Background: an optimization exercise with open tools, aiming at small area, a short achievable clock period and few clock cycles per item. Do not read the settings as production practice. The RTL was checked by simulation tests, not by an equivalence proof against the original design.

`design/flow/config.mk`:
```
export PLATFORM = sky130hd
export DESIGN_NAME = rs_locator
export DESIGN_NICKNAME = rs_locator
export VERILOG_FILES = /design/flow/design.v
export SDC_FILE = /design/flow/constraint.sdc
export NUM_CORES = 4
export LEC_CHECK = 0
export CAP_MARGIN = 20
export CORE_MARGIN = 2
export CORE_UTILIZATION = 30
export SETUP_SLACK_MARGIN = 5
export SLEW_MARGIN = 20
```
`design/flow/constraint.sdc`:
```
create_clock -name core_clock -period 12.0 [get_ports {clk}]
set_input_delay 2.4000 -clock core_clock [delete_from_list [all_inputs] [get_ports {clk}]]
set_output_delay 2.4000 -clock core_clock [all_outputs]
set_load 0.01 [all_outputs]
```
`design/flow/design.v`:
```
module rl_gf_mul (
    input  wire [15:0] a,
    input  wire [15:0] b,
    output wire [15:0] y
);
    function [14:0] pm8(input [7:0] x, input [7:0] z);
        integer i, j;
        begin
            pm8 = 15'd0;
            for (i = 0; i < 8; i = i + 1)
                for (j = 0; j < 8; j = j + 1)
                    pm8[i+j] = pm8[i+j] ^ (x[i] & z[j]);
        end
    endfunction
    wire [14:0] lo = pm8(a[7:0], b[7:0]);
    wire [14:0] hi = pm8(a[15:8], b[15:8]);
    wire [14:0] md = pm8(a[7:0] ^ a[15:8], b[7:0] ^ b[15:8]) ^ lo ^ hi;
    wire [30:0] p  = {hi, 16'd0} ^ {8'd0, md, 8'd0} ^ {16'd0, lo};
    assign y[0] = ^{p[0], p[16], p[20], p[24], p[28], p[29]};
    assign y[1] = ^{p[1], p[16], p[17], p[20], p[21], p[24], p[25], p[28], p[30]};
    assign y[2] = ^{p[2], p[17], p[18], p[21], p[22], p[25], p[26], p[29]};
    assign y[3] = ^{p[3], p[16], p[18], p[19], p[20], p[22], p[23], p[24], p[26], p[27], p[28], p[29], p[30]};
    assign y[4] = ^{p[4], p[17], p[19], p[20], p[21], p[23], p[24], p[25], p[27], p[28], p[29], p[30]};
    assign y[5] = ^{p[5], p[18], p[20], p[21], p[22], p[24], p[25], p[26], p[28], p[29], p[30]};
    assign y[6] = ^{p[6], p[19], p[21], p[22], p[23], p[25], p[26], p[27], p[29], p[30]};
    assign y[7] = ^{p[7], p[20], p[22], p[23], p[24], p[26], p[27], p[28], p[30]};
    assign y[8] = ^{p[8], p[21], p[23], p[24], p[25], p[27], p[28], p[29]};
    assign y[9] = ^{p[9], p[22], p[24], p[25], p[26], p[28], p[29], p[30]};
    assign y[10] = ^{p[10], p[23], p[25], p[26], p[27], p[29], p[30]};
    assign y[11] = ^{p[11], p[24], p[26], p[27], p[28], p[30]};
    assign y[12] = ^{p[12], p[16], p[20], p[24], p[25], p[27]};
    assign y[13] = ^{p[13], p[17], p[21], p[25], p[26], p[28]};
    assign y[14] = ^{p[14], p[18], p[22], p[26], p[27], p[29]};
    assign y[15] = ^{p[15], p[19], p[23], p[27], p[28], p[30]};
endmodule
module rl_gf_lin (input wire [15:0] a, output wire [15:0] sq, output wire [15:0] f8,
                  output wire [15:0] f9, output wire [15:0] f4);
    function [15:0] fsq(input [15:0] a);
        begin
            fsq[0] = ^(a & 16'h5501);
            fsq[1] = ^(a & 16'hd500);
            fsq[2] = ^(a & 16'h2a02);
            fsq[3] = ^(a & 16'hff00);
            fsq[4] = ^(a & 16'hd404);
            fsq[5] = ^(a & 16'hfe00);
            fsq[6] = ^(a & 16'ha808);
            fsq[7] = ^(a & 16'hfc00);
            fsq[8] = ^(a & 16'h5010);
            fsq[9] = ^(a & 16'hf800);
            fsq[10] = ^(a & 16'ha020);
            fsq[11] = ^(a & 16'hf000);
            fsq[12] = ^(a & 16'h1540);
            fsq[13] = ^(a & 16'h6000);
            fsq[14] = ^(a & 16'h2a80);
            fsq[15] = ^(a & 16'hc000);
        end
    endfunction
    function [15:0] ff8(input [15:0] a);
        begin
            ff8[0] = ^(a & 16'h080b);
            ff8[1] = ^(a & 16'h0646);
            ff8[2] = ^(a & 16'h7c0e);
            ff8[3] = ^(a & 16'he85e);
            ff8[4] = ^(a & 16'h0074);
            ff8[5] = ^(a & 16'hee32);
            ff8[6] = ^(a & 16'h9258);
            ff8[7] = ^(a & 16'h8504);
            ff8[8] = ^(a & 16'hdb2a);
            ff8[9] = ^(a & 16'hc796);
            ff8[10] = ^(a & 16'h2f84);
            ff8[11] = ^(a & 16'he612);
            ff8[12] = ^(a & 16'h3584);
            ff8[13] = ^(a & 16'h2820);
            ff8[14] = ^(a & 16'h4620);
            ff8[15] = ^(a & 16'h8820);
        end
    endfunction
    function [15:0] ff9(input [15:0] a);
        begin
            ff9[0] = ^(a & 16'h8f01);
            ff9[1] = ^(a & 16'h0f2a);
            ff9[2] = ^(a & 16'h0fe2);
            ff9[3] = ^(a & 16'h068e);
            ff9[4] = ^(a & 16'ha80e);
            ff9[5] = ^(a & 16'hdda4);
            ff9[6] = ^(a & 16'hae4c);
            ff9[7] = ^(a & 16'h1a32);
            ff9[8] = ^(a & 16'h73d0);
            ff9[9] = ^(a & 16'h35b6);
            ff9[10] = ^(a & 16'h4e32);
            ff9[11] = ^(a & 16'hd3a4);
            ff9[12] = ^(a & 16'h5372);
            ff9[13] = ^(a & 16'h6e00);
            ff9[14] = ^(a & 16'h8ca0);
            ff9[15] = ^(a & 16'hce00);
        end
    endfunction
    function [15:0] ff4(input [15:0] a);
        begin
            ff4[0] = ^(a & 16'hefeb);
            ff4[1] = ^(a & 16'h6726);
            ff4[2] = ^(a & 16'hc77c);
            ff4[3] = ^(a & 16'h2666);
            ff4[4] = ^(a & 16'h7ecc);
            ff4[5] = ^(a & 16'h8afc);
            ff4[6] = ^(a & 16'he5c4);
            ff4[7] = ^(a & 16'h6c44);
            ff4[8] = ^(a & 16'hf224);
            ff4[9] = ^(a & 16'hfba4);
            ff4[10] = ^(a & 16'h7778);
            ff4[11] = ^(a & 16'h82dc);
            ff4[12] = ^(a & 16'h34f6);
            ff4[13] = ^(a & 16'habe0);
            ff4[14] = ^(a & 16'hf9f8);
            ff4[15] = ^(a & 16'h0be0);
        end
    endfunction
    assign sq = fsq(a);
    assign f8 = ff8(a);
    assign f9 = ff9(a);
    assign f4 = ff4(a);
endmodule
module rl_gf_inv16 (input wire [15:0] a, output reg [15:0] y);
    always @* begin
        case (a[3:0])
            4'h0: y = 16'h0000;
            4'h1: y = 16'h0001;
            4'ha: y = 16'h1ce9;
            4'h4: y = 16'h1dad;
            4'h8: y = 16'h1db7;
            4'hb: y = 16'h1db6;
            4'he: y = 16'h015f;
            4'hc: y = 16'h1cf2;
            4'h3: y = 16'h0145;
            4'h5: y = 16'h1cf3;
            4'h2: y = 16'h1dac;
            4'hf: y = 16'h015e;
            4'h6: y = 16'h001b;
            4'h7: y = 16'h1ce8;
            4'hd: y = 16'h0144;
            4'h9: y = 16'h001a;
            default: y = 16'h0000;
        endcase
    end
endmodule
module rl_gf_log (input wire [15:0] x, output reg v, output reg [7:0] p);
    always @* begin
        v = 1'b1;
        case (x)
            16'h0001: p = 8'd0;
            16'h0002: p = 8'd1;
            16'h0004: p = 8'd2;
            16'h0008: p = 8'd3;
            16'h0010: p = 8'd4;
            16'h0020: p = 8'd5;
            16'h0040: p = 8'd6;
            16'h0080: p = 8'd7;
            16'h0100: p = 8'd8;
            16'h0200: p = 8'd9;
            16'h0400: p = 8'd10;
            16'h0800: p = 8'd11;
            16'h1000: p = 8'd12;
            16'h2000: p = 8'd13;
            16'h4000: p = 8'd14;
            16'h8000: p = 8'd15;
            16'h100b: p = 8'd16;
            16'h2016: p = 8'd17;
            16'h402c: p = 8'd18;
            16'h8058: p = 8'd19;
            16'h10bb: p = 8'd20;
            16'h2176: p = 8'd21;
            16'h42ec: p = 8'd22;
            16'h85d8: p = 8'd23;
            16'h1bbb: p = 8'd24;
            16'h3776: p = 8'd25;
            16'h6eec: p = 8'd26;
            16'hddd8: p = 8'd27;
            16'habbb: p = 8'd28;
            16'h477d: p = 8'd29;
            16'h8efa: p = 8'd30;
            16'h0dff: p = 8'd31;
            16'h1bfe: p = 8'd32;
            16'h37fc: p = 8'd33;
            16'h6ff8: p = 8'd34;
            16'hdff0: p = 8'd35;
            16'hafeb: p = 8'd36;
            16'h4fdd: p = 8'd37;
            16'h9fba: p = 8'd38;
            16'h2f7f: p = 8'd39;
            16'h5efe: p = 8'd40;
            16'hbdfc: p = 8'd41;
            16'h6bf3: p = 8'd42;
            16'hd7e6: p = 8'd43;
            16'hbfc7: p = 8'd44;
            16'h6f85: p = 8'd45;
            16'hdf0a: p = 8'd46;
            16'hae1f: p = 8'd47;
            16'h4c35: p = 8'd48;
            16'h986a: p = 8'd49;
            16'h20df: p = 8'd50;
            16'h41be: p = 8'd51;
            16'h837c: p = 8'd52;
            16'h16f3: p = 8'd53;
            16'h2de6: p = 8'd54;
            16'h5bcc: p = 8'd55;
            16'hb798: p = 8'd56;
            16'h7f3b: p = 8'd57;
            16'hfe76: p = 8'd58;
            16'hece7: p = 8'd59;
            16'hc9c5: p = 8'd60;
            16'h8381: p = 8'd61;
            16'h1709: p = 8'd62;
            16'h2e12: p = 8'd63;
            16'h5c24: p = 8'd64;
            16'hb848: p = 8'd65;
            16'h609b: p = 8'd66;
            16'hc136: p = 8'd67;
            16'h9267: p = 8'd68;
            16'h34c5: p = 8'd69;
            16'h698a: p = 8'd70;
            16'hd314: p = 8'd71;
            16'hb623: p = 8'd72;
            16'h7c4d: p = 8'd73;
            16'hf89a: p = 8'd74;
            16'he13f: p = 8'd75;
            16'hd275: p = 8'd76;
            16'hb4e1: p = 8'd77;
            16'h79c9: p = 8'd78;
            16'hf392: p = 8'd79;
            16'hf72f: p = 8'd80;
            16'hfe55: p = 8'd81;
            16'heca1: p = 8'd82;
            16'hc949: p = 8'd83;
            16'h8299: p = 8'd84;
            16'h1539: p = 8'd85;
            16'h2a72: p = 8'd86;
            16'h54e4: p = 8'd87;
            16'ha9c8: p = 8'd88;
            16'h439b: p = 8'd89;
            16'h8736: p = 8'd90;
            16'h1e67: p = 8'd91;
            16'h3cce: p = 8'd92;
            16'h799c: p = 8'd93;
            16'hf338: p = 8'd94;
            16'hf67b: p = 8'd95;
            16'hfcfd: p = 8'd96;
            16'he9f1: p = 8'd97;
            16'hc3e9: p = 8'd98;
            16'h97d9: p = 8'd99;
            16'h3fb9: p = 8'd100;
            16'h7f72: p = 8'd101;
            16'hfee4: p = 8'd102;
            16'hedc3: p = 8'd103;
            16'hcb8d: p = 8'd104;
            16'h8711: p = 8'd105;
            16'h1e29: p = 8'd106;
            16'h3c52: p = 8'd107;
            16'h78a4: p = 8'd108;
            16'hf148: p = 8'd109;
            16'hf29b: p = 8'd110;
            16'hf53d: p = 8'd111;
            16'hfa71: p = 8'd112;
            16'he4e9: p = 8'd113;
            16'hd9d9: p = 8'd114;
            16'ha3b9: p = 8'd115;
            16'h5779: p = 8'd116;
            16'haef2: p = 8'd117;
            16'h4def: p = 8'd118;
            16'h9bde: p = 8'd119;
            16'h27b7: p = 8'd120;
            16'h4f6e: p = 8'd121;
            16'h9edc: p = 8'd122;
            16'h2db3: p = 8'd123;
            16'h5b66: p = 8'd124;
            16'hb6cc: p = 8'd125;
            16'h7d93: p = 8'd126;
            16'hfb26: p = 8'd127;
            16'he647: p = 8'd128;
            16'hdc85: p = 8'd129;
            16'ha901: p = 8'd130;
            16'h4209: p = 8'd131;
            16'h8412: p = 8'd132;
            16'h182f: p = 8'd133;
            16'h305e: p = 8'd134;
            16'h60bc: p = 8'd135;
            16'hc178: p = 8'd136;
            16'h92fb: p = 8'd137;
            16'h35fd: p = 8'd138;
            16'h6bfa: p = 8'd139;
            default: begin v = 1'b0; p = 8'd0; end
        endcase
    end
endmodule
module rs_locator (
    input  wire         clk,
    input  wire         rst,
    input  wire         in_valid,
    output wire         in_ready,
    input  wire [127:0] in_syn,       
    output reg          out_valid,
    input  wire         out_ready,
    output reg  [1:0]   out_status,   
    output reg  [1:0]   out_count,    
    output reg  [23:0]  out_pos,      
    output reg  [47:0]  out_val       
);
    localparam [1:0] ST_CLEAN = 2'd0, ST_CORR = 2'd1, ST_UNC = 2'd2, ST_TAG = 2'd3;
    localparam integer P  = 8;
    localparam integer PW = 3;
    localparam integer IDLE = 0,
                       L1 = 1, L2 = 2, L3A = 3, L3B = 4, L4A = 5, L4B = 6, L5 = 7,
                       V1A = 8, V1B = 9, V1C = 10,
                       F31 = 11, F32 = 12, F33 = 13, F34 = 14, F35 = 15, F36 = 16, W3 = 17,
                       Q1 = 18, Q2 = 19, Q3 = 20, Q4 = 21,
                       P21 = 22, P22 = 23, P23 = 24, P24 = 25, W2 = 26, R21 = 27, R22 = 28;
    localparam integer NS = 29;
    function [15:0] gfm(input [15:0] a, input [15:0] b);
        integer i;
        reg [15:0] acc, sh;
        begin
            acc = 16'h0000;
            sh  = a;
            for (i = 0; i < 16; i = i + 1) begin
                if (b[i]) acc = acc ^ sh;
                sh = {sh[14:0], 1'b0} ^ (sh[15] ? 16'h100B : 16'h0000);
            end
            gfm = acc;
        end
    endfunction
    function [15:0] apow(input integer e);
        integer i;
        reg [15:0] r;
        begin
            r = 16'h0001;
            for (i = 0; i < e; i = i + 1)
                r = {r[14:0], 1'b0} ^ (r[15] ? 16'h100B : 16'h0000);
            apow = r;
        end
    endfunction
    function [15:0] sel(input c, input [15:0] v);
        sel = {16{c}} & v;
    endfunction
    reg  [NS-1:0] st;
    reg  [15:0] S0, S1, S2, S3, S4, S5, S6, S7;
    reg  [15:0] g0, g1, g2, g3, g4, g5;
    reg  [15:0] a0, a1, a2, a3;
    reg  [15:0] xa, xb;                      
    reg  [15:0] chk;                         
    reg         lval;                        
    reg         ridx;                        
    reg         fail, clean;
    reg         cact, need2;
    reg  [1:0]  nf;
    reg  [7:0]  base;
    reg  [P-1:0] mask;
    reg  [15:0] t1, t2, t3, xp;
    wire fin_flag = fail || clean || (chk != 16'h0000);
    wire fin_ok   = st[V1C] || st[R22] || (st[Q4] && ridx);
    assign in_ready = fin_flag || fin_ok;
    wire go  = in_valid && (!out_valid || out_ready);
    wire sL1 = st[IDLE] && go, sL2 = st[L2], sL3A = st[L3A], sL3B = st[L3B], sL4A = st[L4A], sL4B = st[L4B];
    wire sL5 = st[L5], sV1A = st[V1A], sV1B = st[V1B], sV1C = st[V1C];
    wire sF31 = st[F31], sF32 = st[F32], sF33 = st[F33], sF34 = st[F34], sF35 = st[F35], sF36 = st[F36];
    wire sQ1 = st[Q1], sQ2 = st[Q2], sQ3 = st[Q3], sQ4 = st[Q4];
    wire sP21 = st[P21], sP22 = st[P22], sP23 = st[P23], sP24 = st[P24], sR21 = st[R21], sR22 = st[R22];
    wire [15:0] sq_S1, sq_S4, sq_S5, sq_S6;
    wire [15:0] f8_a0, f4_g0, sq_g4, sq_g5, f8_g5, lut_g2, sq_x, f9_x;
    rl_gf_lin u_l1 (.a(S1), .sq(sq_S1), .f8(), .f9(), .f4());
    rl_gf_lin u_l4 (.a(S4), .sq(sq_S4), .f8(), .f9(), .f4());
    rl_gf_lin u_l5 (.a(S5), .sq(sq_S5), .f8(), .f9(), .f4());
    rl_gf_lin u_l6 (.a(S6), .sq(sq_S6), .f8(), .f9(), .f4());
    rl_gf_lin u_la (.a(a0), .sq(),      .f8(f8_a0), .f9(), .f4());
    rl_gf_lin u_lg (.a(g0), .sq(),      .f8(),      .f9(), .f4(f4_g0));
    rl_gf_lin u_g4 (.a(g4), .sq(sq_g4), .f8(),      .f9(), .f4());
    rl_gf_lin u_g5 (.a(g5), .sq(sq_g5), .f8(f8_g5), .f9(), .f4());
    rl_gf_inv16 u_i16 (.a(g2), .y(lut_g2));
    wire [15:0] I1 = in_syn[31:16], I2 = in_syn[47:32], I3 = in_syn[63:48], I4 = in_syn[79:64];
    wire [15:0] isq2, isq3;
    rl_gf_lin u_i2 (.a(I2), .sq(isq2), .f8(), .f9(), .f4());
    rl_gf_lin u_i3 (.a(I3), .sq(isq3), .f8(), .f9(), .f4());
    wire [15:0] xr = ridx ? xb : xa;         
    rl_gf_lin u_lr (.a(xr), .sq(sq_x), .f8(), .f9(f9_x), .f4());
    wire [15:0] dq   = sq_x ^ g5;            
    wire [15:0] f8dq = f9_x ^ f8_g5;         
    wire [15:0] m0y, m1y, m2y, m3y;
    wire [15:0] m0a = sel(sL1, I2) | sel(sL5, S2) | sel(sL2, S0) | sel(sL3A | sF32 | sP21, a0) |
                      sel(sL3B, S4) | sel(sL4A | sL4B, S3) | sel(sV1A | sV1B | sF34 | sQ3 | sP23, g1) |
                      sel(sF31, S6) | sel(sF33 | sQ2 | sP22, f8_a0) | sel(sQ1, dq);
    wire [15:0] m0b = sel(sL1, I4) | sel(sL2, S4) | sel(sL3A | sF32 | sP21, f8_a0) | sel(sL3B, g5) |
                      sel(sL4A | sL4B, g4) | sel(sL5, g0) | sel(sV1A | sF33 | sQ2 | sP22, f4_g0) |
                      sel(sV1B | sF34 | sQ3 | sP23, lut_g2) | sel(sF31, a0) | sel(sQ1, f8dq);
    wire [15:0] m1a = sel(sL1, I2) | sel(sL4A | sL4B, S2) | sel(sL2 | sL3A, S1) | sel(sL3B | sL5 | sF31, S5) |
                      sel(sV1A | sF33 | sF35 | sQ2 | sQ4 | sP22 | sP24, g0) | sel(sF32 | sP23, S7) |
                      sel(sF36 | sR21, S0) | sel(sQ1, xr) | sel(sP21, S4) | sel(sR22, S1 ^ a1);
    wire [15:0] m1b = sel(sL1, I3) | sel(sL2, S2) | sel(sL3A, f8_a0) | sel(sL3B | sL4A | sL4B | sQ4, g3) |
                      sel(sL5 | sP23 | sR22, g5) | sel(sV1A | sF33 | sQ2 | sP22, f4_g0) |
                      sel(sF31 | sF35, a1) | sel(sF32, a0) | sel(sF36 | sP21, g4) | sel(sQ1, a2) |
                      sel(sP24, sq_g4) | sel(sR21, g4 ^ xa);
    wire [15:0] m2a = sel(sL1, I1) | sel(sF36, S1) | sel(sL2 | sQ1, S0) | sel(sL3A | sL5 | sP21, S3) |
                      sel(sL3B | sF31 | sF33, S4) | sel(sL4A, g5) | sel(sL4B | sV1A | sP22, S5) |
                      sel(sF32 | sP23, S6) | sel(sF35 | sP24, g0);
    wire [15:0] m2b = sel(sL1, I4) | sel(sL2, S3) | sel(sL3A, S5) | sel(sL3B, g1) |
                      sel(sL4A | sL4B | sF36 | sP22 | sP23, g4) | sel(sL5, g2) | sel(sV1A, S7) |
                      sel(sF31 | sF35, a2) | sel(sF32, a1) | sel(sF33, a3) | sel(sQ1, sq_x) |
                      sel(sP21, g3) | sel(sP24, sq_g5);
    wire [15:0] m3a = sel(sL1, I1) | sel(sL2 | sF36, S0) | sel(sL3A | sL4B | sP22, S4) |
                      sel(sL3B | sF31, S3) | sel(sL4A | sF32 | sP23, S5) | sel(sL5, S2) | sel(sP21, S6);
    wire [15:0] m3b = sel(sL1, I3) | sel(sL2, S2) | sel(sL3A, S6) | sel(sL3B, g0) |
                      sel(sL4A | sF36 | sP21, g5) | sel(sL4B, g2) | sel(sL5, g1) | sel(sF31, a3) |
                      sel(sF32, a2) | sel(sP22 | sP23, g3);
    rl_gf_mul u_m0 (.a(m0a), .b(m0b), .y(m0y));
    rl_gf_mul u_m1 (.a(m1a), .b(m1b), .y(m1y));
    rl_gf_mul u_m2 (.a(m2a), .b(m2b), .y(m2y));
    rl_gf_mul u_m3 (.a(m3a), .b(m3b), .y(m3y));
    wire [15:0] m12  = m1y ^ m2y;
    wire [15:0] m23  = m2y ^ m3y;
    wire [15:0] m123 = m1y ^ m2y ^ m3y;
    wire [15:0] lx = sel(sR21, g4 ^ xa) | sel(sQ1, g4 ^ xa ^ xb) | sel(sV1C, a1);
    wire       lg_v;
    wire [7:0] lg_p;
    rl_gf_log u_log (.x(lx), .v(lg_v), .p(lg_p));
    wire [15:0] c0 = need2 ? a3 : g3;
    wire [P-1:0] hit;
    wire [15:0] lane_x [0:P-1];
    genvar gi;
    generate
        for (gi = 0; gi < P; gi = gi + 1) begin : lane
            localparam [15:0] K1 = apow(gi), K2 = apow(2 * gi), K3 = apow(3 * gi);
            wire [15:0] v = gfm(t1, K1) ^ gfm(t2, K2) ^ gfm(t3, K3) ^ c0;
            assign hit[gi] = (v == 16'h0000) && ({1'b0, base} + gi < 140) && !mask[gi];
            assign lane_x[gi] = gfm(xp, K1);
        end
    endgenerate
    localparam [15:0] KP1 = apow(P), KP2 = apow(2 * P), KP3 = apow(3 * P);
    reg  [PW-1:0] fi;
    integer n;
    always @* begin
        fi = {PW{1'b0}};
        for (n = P - 1; n >= 0; n = n - 1)
            if (hit[n]) fi = n;
    end
    wire [15:0]  fx     = lane_x[fi];
    wire [7:0]   fpos   = base + {{(8-PW){1'b0}}, fi};
    wire         anyhit = |hit;
    wire [P-1:0] fone   = {{(P-1){1'b0}}, 1'b1} << fi;
    wire         more   = |(hit & ~fone);
    wire         last_blk = ({1'b0, base} + P >= 140);
    wire         c_done = anyhit && (nf == 2'd1 || !need2);      
    wire         c_hold = anyhit && !c_done && more;             
    wire         c_step = cact && !c_done && !c_hold;
    wire bz_n  = (g3 == 16'h0000) && (m12 == 16'h0000) && ((sq_S1 ^ m3y) == 16'h0000);
    wire a3z_n = (m123 == 16'h0000);
    wire wq    = sF36 || st[W3] || (sQ4 && !ridx);                
    wire rdy3  = sF36 ? (nf != 2'd0) : st[W3] ? (nf > {1'b0, ridx}) : (nf == 2'd2);
    wire wr2   = sP24 || st[W2];
    reg  [NS-1:0] nx;
    always @* begin
        nx = {NS{1'b0}};
        nx[IDLE] = (st[IDLE] && !go) || fin_ok;
        nx[L2]   = sL1;
        nx[L3A]  = sL2 && bz_n;
        nx[L3B]  = sL2 && !bz_n;
        nx[V1A]  = sL3A;
        nx[V1B]  = sV1A;
        nx[V1C]  = sV1B;
        nx[L4A]  = sL3B && a3z_n;
        nx[L4B]  = sL3B && !a3z_n;
        nx[L5]   = sL4B;
        nx[F31]  = sL5;
        nx[F32]  = sF31;
        nx[F33]  = sF32;
        nx[F34]  = sF33;
        nx[F35]  = sF34;
        nx[F36]  = sF35;
        nx[Q1]   = wq && rdy3;
        nx[W3]   = wq && !rdy3;
        nx[Q2]   = sQ1;
        nx[Q3]   = sQ2;
        nx[Q4]   = sQ3;
        nx[P21]  = sL4A;
        nx[P22]  = sP21;
        nx[P23]  = sP22;
        nx[P24]  = sP23;
        nx[R21]  = wr2 && (nf != 2'd0);
        nx[W2]   = wr2 && (nf == 2'd0);
        nx[R22]  = sR21;
        if (fin_flag)
            nx = {{(NS-1){1'b0}}, 1'b1};
    end
    wire [15:0] e_last = m1y;                
    always @(posedge clk) begin
        {S7, S6, S5, S4, S3, S2, S1, S0} <= in_syn;
        if (sL1 | sL3A | sF32 | sF34 | sP21 | sP23 | sQ1 | sQ3)
            g0 <= m0y ^ sel(sL1, isq3);
        if (sL1 | sL3A | sV1A | sF33 | sQ2 | sP22)
            g1 <= sel(sL1, m12) | sel(sL3A, m1y) | sel(sV1A | sF33 | sQ2 | sP22, m0y);
        if (sL1 | sL2 | sV1A | sF33 | sQ2 | sP22)
            g2 <= sel(sL1, m3y) | sel(sL2, g2 ^ m0y) | sel(sV1A | sF33 | sQ2 | sP22, m1y);
        if (sL1 | sF32 | sQ1)
            g3 <= sel(sL1, isq2 ^ m3y) | sel(sF32, m123) | sel(sQ1, a1 ^ m12);
        if (sL2 | sF35 | sP24)
            g4 <= sel(sL2, m12) | sel(sF35 | sP24, m1y);
        if (sL2 | sF35 | sP24)
            g5 <= sel(sL2, sq_S1 ^ m3y) | sel(sF35 | sP24, m2y);
        if (sL2 | sL3B | sL4A | sL4B | sQ1)
            a0 <= sel(sL2, S0) | sel(sL3B, m0y) | sel(sL4A, m2y) | sel(sL4B, a0 ^ m0y ^ m1y) | sel(sQ1, dq);
        if (sV1B | sL4A | sL5 | sF36 | sR21)
            a1 <= sel(sV1B, m0y) | sel(sL4A, m3y) | sel(sL5, m123) | sel(sF36, S2 ^ m23) | sel(sR21, m1y);
        if (sL4B | sL5 | sF36 | sP21)
            a2 <= sel(sL4B, m23) | sel(sL5, a2 ^ m0y) | sel(sF36, S1 ^ m1y) | sel(sP21, m3y);
        if (sL3B)
            a3 <= m123;
        chk <= sel(sL3A, (m2y ^ sq_S4) | (m3y ^ sq_S5) | g0) | sel(sV1A, m2y ^ sq_S6) |
               sel(sL4A, a0 ^ m0y ^ m1y) | sel(sF31, m0y ^ m123) | sel(sF33, g3 ^ m2y) |
               sel(sP21, a1 ^ m12) | sel(sP22, a2 ^ m23) | sel(sP23, m123);
        if (sF36) ridx <= 1'b0;
        if (sQ4)  ridx <= 1'b1;
        if (cact && anyhit) begin
            if (nf == 2'd0) xa <= fx;
            else            xb <= fx;
            nf <= nf + 2'd1;
        end
        if (c_hold)
            mask <= mask | fone;
        if (c_step) begin
            t1   <= gfm(t1, KP1);
            t2   <= gfm(t2, KP2);
            t3   <= gfm(t3, KP3);
            xp   <= gfm(xp, KP1);
            base <= base + P;
            mask <= {P{1'b0}};
        end
        if (sL2) begin
            t1 <= m12; t2 <= sq_S1 ^ m3y; t3 <= 16'h0000;
            need2 <= 1'b0;
        end
        if (sL5) begin
            t1 <= a2 ^ m0y; t2 <= m123; t3 <= a0;
            need2 <= 1'b1;
        end
        if (sL2 | sL5) begin
            xp <= 16'h0001; base <= 8'd0; mask <= {P{1'b0}}; nf <= 2'd0;
        end
        if (sL1)
            out_pos <= 24'd0;
        if (cact && anyhit && nf == 2'd0)
            out_pos[7:0] <= fpos;
        if (cact && anyhit && nf != 2'd0)
            out_pos[15:8] <= fpos;
        if (sR21)
            out_pos[15:8] <= lg_p;
        if (sQ1 && ridx)
            out_pos[23:16] <= lg_p;
        if (sR21)
            lval <= lg_v && (lg_p > out_pos[7:0]);
        if (sQ1 && ridx)
            lval <= lg_v && (lg_p > out_pos[15:8]);
        if (sL1)
            out_val <= 48'd0;
        if (sQ4 && !ridx)
            out_val[15:0] <= e_last;
        if (rst) begin
            st        <= {{(NS-1){1'b0}}, 1'b1};
            out_valid <= 1'b0;
            cact      <= 1'b0;
            fail      <= 1'b0;
            clean     <= 1'b0;
            chk       <= 16'h0000;
        end else begin
            st <= nx;
            if (out_valid && out_ready)
                out_valid <= 1'b0;
            if (sL1 && in_syn == 128'd0)
                clean <= 1'b1;
            if ((sL3A && (S0 == 16'h0000 || S1 == 16'h0000)) ||
                (sL4A && (g5 == 16'h0000 || g4 == 16'h0000)) ||
                (sL5 && a0 == 16'h0000) ||
                (c_step && last_blk))                    
                fail <= 1'b1;
            if (sL2 | sL5)
                cact <= 1'b1;
            else if (c_done || (c_step && last_blk))
                cact <= 1'b0;
            if (sV1C) begin
                out_valid <= 1'b1;
                cact <= 1'b0;
                out_status <= lg_v ? ((lg_p >= 8'd136) ? ST_TAG : ST_CORR) : ST_UNC;
                out_count  <= lg_v ? 2'd1 : 2'd0;
                out_pos    <= lg_v ? {16'd0, lg_p} : 24'd0;
                out_val    <= lg_v ? {32'd0, S0} : 48'd0;
            end
            if (sR22) begin
                out_valid <= 1'b1;
                cact <= 1'b0;
                out_status <= lval ? ((out_pos[15:8] >= 8'd136) ? ST_TAG : ST_CORR) : ST_UNC;
                out_count  <= lval ? 2'd2 : 2'd0;
                if (!lval) out_pos <= 24'd0;
                out_val    <= lval ? {16'd0, S0 ^ e_last, e_last} : 48'd0;
            end
            if (sQ4 && ridx) begin
                out_valid <= 1'b1;
                cact <= 1'b0;
                out_status <= lval ? ((out_pos[23:16] >= 8'd136) ? ST_TAG : ST_CORR) : ST_UNC;
                out_count  <= lval ? 2'd3 : 2'd0;
                if (!lval) out_pos <= 24'd0;
                out_val    <= lval ? {S0 ^ out_val[15:0] ^ e_last, e_last, out_val[15:0]} : 48'd0;
            end
            if (fin_flag) begin
                out_valid  <= 1'b1;
                out_status <= clean ? ST_CLEAN : ST_UNC;
                out_count  <= 2'd0;
                out_pos    <= 24'd0;
                out_val    <= 48'd0;
                cact  <= 1'b0;
            end
            if (fin_flag || fin_ok) begin
                fail  <= 1'b0;
                clean <= 1'b0;
                chk   <= 16'h0000;
            end
        end
    end
endmodule
```
`design/flow/run.sh`:
```
#!/bin/bash
# synth_recipe.tcl (not shown) runs the flow's synth.tcl, then flattens the netlist and writes it again
# the make line also repeats each setting of config.mk as NAME=value (left out here)
make -C /OpenROAD-flow-scripts/flow DESIGN_CONFIG=/design/flow/config.mk WORK_HOME=/design/flow/orfs CLKGATE_MAP_FILE= SYNTH_SCRIPT=/design/flow/synth_recipe.tcl finish
```
==> out/metrics.csv <==
stage;metric;value;unit
timing;setup_violations;0;
logic_synthesis;synth_edf_count;261;
finish;regMostFlops;out_val;
worst_setup_path;cp_slowest_cell;a221oi_1;
logic_synthesis;synth_top_area_share;19.5;%
logic_synthesis;ys_seq_elements;532;
logic_synthesis;synth_common_cells;xnor2_1 (1,467), nor2_1 (873), nand2_1 (691), xor2_1 (578), clkbuf_1 (399);
die;num_rows;172;
logic_synthesis;netlist_instances;7656;
logic_synthesis;yosysMostFrequentCell;xnor2_1;
clock_tree;clock-sinks;532;
clock_tree;clkTransAtPathRegs;0.08;ns
timing;hold_viol_final;0;
global_routing;grt_antenna_before_repair;48;
worst_setup_path;timing_worst_setup_path_type;register to register;
global_routing;grt_max_degree;92;
placed_design;place.gp.congestion;1.17;
global_routing;grt_pass1_vias;69200;
finish;largest_reg_flops;48;
logic_synthesis;avgSynthCellArea;8.61;um^2
worst_setup_path;path_buf_inv;4;
logic_synthesis;netlist_top_cells_area;xnor2_1 (19%), edfxtp_1 (12%), dfxtp_1 (8.2%);
route;wl_met1;173000;um
logic_synthesis;ys_async_sr_fraction;0;%
timing;period_share;62.9;%
global_routing;grt_overflow;0;
worst_setup_path;cp_top_family;XOR/XNOR gates;
clock_tree;clockRootBuffer;clkbuf_16;
finish;finalNetCount;8434;
status;outcome;timing/DRC/antenna clean;
die;core;0.219;mm^2
logic_synthesis;synth_fp_nets;7847;
clock_tree;cts_buffers;73;
logic_synthesis;synth_top_flop_cell;dfxtp_1;
worst_setup_path;cp_slowest_stage_delay;1.01;ns
finish;fillers;21600;
global_routing;grtUsageTotal;42.3;%
job;maxCapViolCount;0;
logic_synthesis;ys_seq_area_share;20.1;%
finish;top_regs;out_val (48), st (28), out_pos (24);
route;dr.first_iter.drc_count;14800;
route;vias_per_cell;6.74;
timing;relSlewSlack;9.08;%
worst_setup_path;start_kind;register;
logic_synthesis;netlist_area;0.0659;mm^2
route;met2_length;192000;um
finish;layout-drive-gt1-share;20.2;%
timing;fin_crit;7.55;ns
worst_setup_path;cp-end-kind;register;
clock_tree;clkLatencyLatePin;0.75;ns
timing;tightest_slew;1.36;ns
die;start_util;30.1;%
global_routing;grt_first_pass_wirelength;643000;um
die;die-area;0.224;mm^2
timing;drv_slew;0;
clock_tree;cts_tree;done;
logic_synthesis;synth_area_leader_cell;xnor2_1;
placed_design;place_hpwl;362000;um
worst_setup_path;crit_top_cell;buf_12;
route;wl_per_cell;44.5;um
finish;syn_to_final_growth;26.7;%
worst_hold_path;hp-class;register to register;
placed_design;post-place-cells;10500;
worst_setup_path;worstPathCellList;buf_12, a221oi_1, nand4_1, a211oi_4, buf_6, buf_4, xnor2_2, nor2_1, xnor3_1, xnor2_1, xnor3_2, xnor3_4, buf_12, xnor2_4, xor2_1, a22oi_1, o21ai_0;
worst_setup_path;crit_required;12.42;ns
route;totalWireLength;499000;um
route;antenna_left;0;
route;drc;0;
timing;max_freq;0.132;GHz
die;die_w;473;um
timing;tns;0;ns
logic_synthesis;synth_warnings;5;
logic_synthesis;ys_types;103;
die;io_pins;210;
route;route.top_layer_used;met5;
worst_setup_path;arrival;7.97;ns
placed_design;numPortBuffers;209;
die;die_y;473;um
clock_tree;htree_levels;3;
route;vias;75600;
timing;fin_skew;0.0558;ns
worst_setup_path;cp_max_fo;91;
clock_tree;cts_buffer_depth;3;
route;routed-wl-met3;82500;um
finish;stdcell_count;11200;
route;first_pass_iters;14;
timing;rsz0062_at_grt;yes;
==> area by class of cell <==
| type | count | area (um^2) | share of cell area, % |
|---|---|---|---|
| Sequential cell | 532 | 13300 | 15.9 |
| Inverter | 155 | 593 | 0.710 |
| Clock buffer | 96 | 1980 | 2.38 |
| Timing Repair Buffer | 1102 | 9960 | 11.9 |
| Tap cell | 2871 | 3590 | 4.30 |
| Clock inverter | 39 | 537 | 0.642 |
| Multi-Input combinational cell | 6379 | 53500 | 64.0 |
| Antenna cell | 38 | 95.1 | 0.114 |
==> logic make-up (layout without fill, tap and decap cells) <==
| group | Yosys count | count (layout) | share of synthesized area, % |
|---|---|---|---|
| xor gates and xnor gates | 2393 | 2393 | 38.8 |
| and+or+nand+nor | 2364 | 2366 | 16.3 |
| AOI/OAI and AO/OA | 1441 | 1441 | 17.0 |
| buffers and inverters | 747 | 1392 | 4.67 |
| DFF | 532 | 532 | 20.1 |
| muxes | 120 | 120 | 1.92 |
| adders and majority gates | 59 | 59 | 1.12 |
| other | 0 | 38 | 0 |
==> per-stage QoR <==
step	hold WS, ns	instance area [um^2]	setup slack (ns)	util (%)
floorplan	0.409	66100	4.97	-
global placement	0.420	72600	2.10	33.2
finish	0.441	83500	4.45	38.1
detailed placement	0.425	72800	2.13	33.2
global route	0.457	83500	4.78	38.1
CTS	0.439	80300	4.95	36.6
==> routing by layer <==
metal | global-route usage [%] | vias up
met1 | 48.7 | 37000
met5 | 2.31 | -
li1 | - | 28200
met4 | 33.1 | 30
met2 | 57.5 | 7864
met3 | 22.8 | 2485
==> cell usage in the layout, fill, tap and decap left out, drive strengths merged, types with 156 or more instances in the layout <==
cell	count
xnor2	1504
buf	888
nor2	873
nand2	693
xor2	590
o21ai	307
dfxtp	271
edfxtp	261
xnor3	244
a22oi	231
clkdlybuf4s50	188
nand3	175
a21oi	157
inv	156
==> final timing paths <==
path	startpoint	end	slack, ns	depth (start not counted)
setup / recovery	st[4]	g3[4]	4.45	17
hold / removal	mask[7]	mask[7]	0.44	2
setup reg to reg	st[4]	g3[4]	4.45	17
hold reg to reg	mask[7]	mask[7]	0.44	2
==> timing repair <==
action / CTS / global route
setup endpoints to repair: 358 / 225
gates resized for setup: 459 / 289
hold buffers: 0 / 0
pin swaps: 170 / 166
setup buffers: 305 / 163
gates cloned: 6 / 8
==> worst min-delay path, cell delays in order (launching register included) <==
cell	delay, ns
dfxtp_1	0.32
inv_1	0.05
nor2_1	0.03
Testbench counts, summed over its fixed seeds: cycles 5,258, items 480.

## port drivers added, routing unchanged
Ports are ideal in the flow. The routed layout listed here was re-timed in OpenROAD. Step 1 assumes that a clkbuf_16 drives the clock port and a buf_2 every other input. Step 2 times the ports against the registers' clock, not the clock port: input delays grow and output delays shrink by t, the midpoint of the rising clock arrivals with the driver on. Slacks: ideal ports / drivers / drivers and shift; pairs: ideal ports / drivers.
t, ns: 0.828
setup slack, ns: 4.448 / 4.448 / 3.859
latest minus earliest clock arrival (ns): 0.058 / 0.058
slew at the worst register clock pin (ns): 0.08 / 0.08
cell pins on the clock port's net: 1
After both steps setup and hold are still met in this run. The setup slack of this run moves by 0.000 ns with the drivers and by -0.589 ns with both steps.
